From an optimization exercise on the open Yosys and OpenROAD flow, aimed at small area, a short achievable clock period and few clock cycles; shortcuts taken in it are not production practice. The RTL was checked by simulation tests, not by an equivalence proof against the original design. Power figures rest on the tool's default switching activity, not on a simulated workload.

==> job 720 <==
==> flow/design.v (excerpt) <==
module mcv_sinc (
    input  wire        clk,
    input  wire        rst,
    input  wire        s_valid,
    output reg         s_ready,
    input  wire [1:0]  s_op,       
    input  wire [11:0] s_data,     
    output reg         o_valid,
    output reg  [15:0] o_filt,
    output reg         o_settled
);
clock: 15.0 ns
lec_check: 0
cap_margin: 20
core_margin: 2
core_utilization: 60
cts_buf_list: sky130_fd_sc_hd__clkbuf_16
cts_cluster_diameter: 90
cts_cluster_size: 30
slew_margin: 20
standard.sh (not shown) runs the stock make flow with config.mk's settings and CLKGATE_MAP_FILE= SYNTH_SCRIPT=/design/flow/synth_recipe.tcl, a recipe that flattens the netlist after the stock synthesis.
==> flow/flow/run.sh <==
#!/bin/bash
# The standard layout (standard.sh), with one change: the input and
# output ports are buffered with buf_2 rather than the cell buffer_ports
# picks by default. Everything else, synthesis included, is the standard flow.
set -euo pipefail
export BUFFER_PORTS_ARGS="-buffer_cell sky130_fd_sc_hd__buf_2"
bash standard.sh > standard.log 2>&1
==> job 2223: changes against job 720 <==
--- a/flow/design.v
+++ b/flow/design.v
@@ -512,29 +512,29 @@
         s1_r1    <= cq_r1;
     end
     reg [18:0] int1;
     reg [21:0] int2;
     reg [24:0] int3;
     reg [27:0] int4;
-    reg        s2_v, s2_first, s2_set, s2_z;  reg [1:0] s2_k; reg [3:0] s2_d;
-    reg        s3_v, s3_first, s3_set, s3_z;  reg [1:0] s3_k; reg [3:0] s3_d;
-    reg        s4_v, s4_set, s4_z;            reg [1:0] s4_k; reg [3:0] s4_d;
+    reg        s2_v, s2_first, s2_set, s2_g;  reg [1:0] s2_k; reg [3:0] s2_d;
+    reg        s3_v, s3_first, s3_set, s3_g;  reg [1:0] s3_k; reg [3:0] s3_d;
+    reg        s4_v, s4_set, s4_g;            reg [1:0] s4_k; reg [3:0] s4_d;
     reg        s5_v, s5_set;            reg [1:0] s5_k; reg [3:0] s5_d; reg [4:0] s5_sh;
     always @(posedge clk) begin
         if (s1_v)
             int1 <= (s1_g ? 19'd0 : int1) + s1_r0 + s1_r1 + {7'd0, ring[0]};    
         s2_v <= s1_v && !rst; s2_first <= s1_first; s2_set <= s1_set; s2_k <= s1_k; s2_d <= s1_d;
-        s2_z <= s1_v && (s1_first || s1_k < 2'd2) && !rst;
-        int2 <= (s2_z ? 22'd0 : int2)
+        s2_g <= s1_first || s1_k < 2'd2;
+        int2 <= ((s2_v && s2_g) ? 22'd0 : int2)
               + (s2_v ? {{3{int1[18]}}, int1} : 22'd0);
         s3_v <= s2_v && !rst; s3_first <= s2_first; s3_set <= s2_set; s3_k <= s2_k; s3_d <= s2_d;
-        s3_z <= s2_v && (s2_first || s2_k == 2'd0) && !rst;
-        int3 <= (s3_z ? 25'd0 : int3)
+        s3_g <= s2_first || s2_k == 2'd0;
+        int3 <= ((s3_v && s3_g) ? 25'd0 : int3)
               + (s3_v ? {{3{int2[21]}}, int2} : 25'd0);
-        s4_v <= s3_v && !rst; s4_z <= s3_v && s3_first && !rst; s4_set <= s3_set; s4_k <= s3_k; s4_d <= s3_d;
-        int4 <= (s4_z ? 28'd0 : int4)
+        s4_v <= s3_v && !rst; s4_g <= s3_first; s4_set <= s3_set; s4_k <= s3_k; s4_d <= s3_d;
+        int4 <= ((s4_v && s4_g) ? 28'd0 : int4)
               + (s4_v ? {{3{int3[24]}}, int3} : 28'd0);
         s5_v <= s4_v && !rst; s5_set <= s4_set; s5_k <= s4_k; s5_d <= s4_d;
         s5_sh <= rom_sh({s4_k, s4_d});
     end
     wire [4:0]  shn  = s5_sh;
     wire [32:0] sh0  = {int4, 5'd0};
CTS_CLUSTER_DIAMETER = 80   (was 90)
CTS_CLUSTER_SIZE = 25   (was 30)
==> summary of the runs <==
Job 2223 completed without violations. Job 720 completed without violations. Against job 720, the cell count of job 2223 is smaller by 0.50%. Against job 720, the clock power of job 2223 is higher by about 9%. Against job 720, the global-route usage of job 2223 is lower by 1.6 points. Against job 2223, the register-to-register slack of job 720 is better by 30 ps. Of job 2223 and job 720, job 720 has the higher synthesized cell count (gap 0.95%, measured against job 720).
Testbench counts of job 720, summed over its fixed seeds: cycles 12,952.
Testbench counts of job 2223, summed over its fixed seeds: cycles 12,952.

-- static timing again, ports no longer ideal --
No port has a modelled driver above. Below, the same layouts with a new extraction and two added sets of constraints. Step 1 assumes that a clkbuf_16 drives the clock port and a buf_2 every other input. Step 2 also shifts input and output timing later by t, the mid clock arrival at the registers, as if the neighbouring blocks saw the same clock. a / b / c = ideal ports / drivers / drivers and shift; a / b = the first two.
run	t (ns)	setup slack, ns	latest minus earliest clock arrival (ns)
job 720	0.772	10.813 / 10.738 / 10.559	0.091 / 0.091
job 2223	0.736	10.697 / 10.625 / 10.530	0.044 / 0.045
After both steps every run listed still meets setup and hold. For job 720, which loses most, drivers alone change the setup slack by -0.075 ns; drivers and shift together by -0.254 ns.
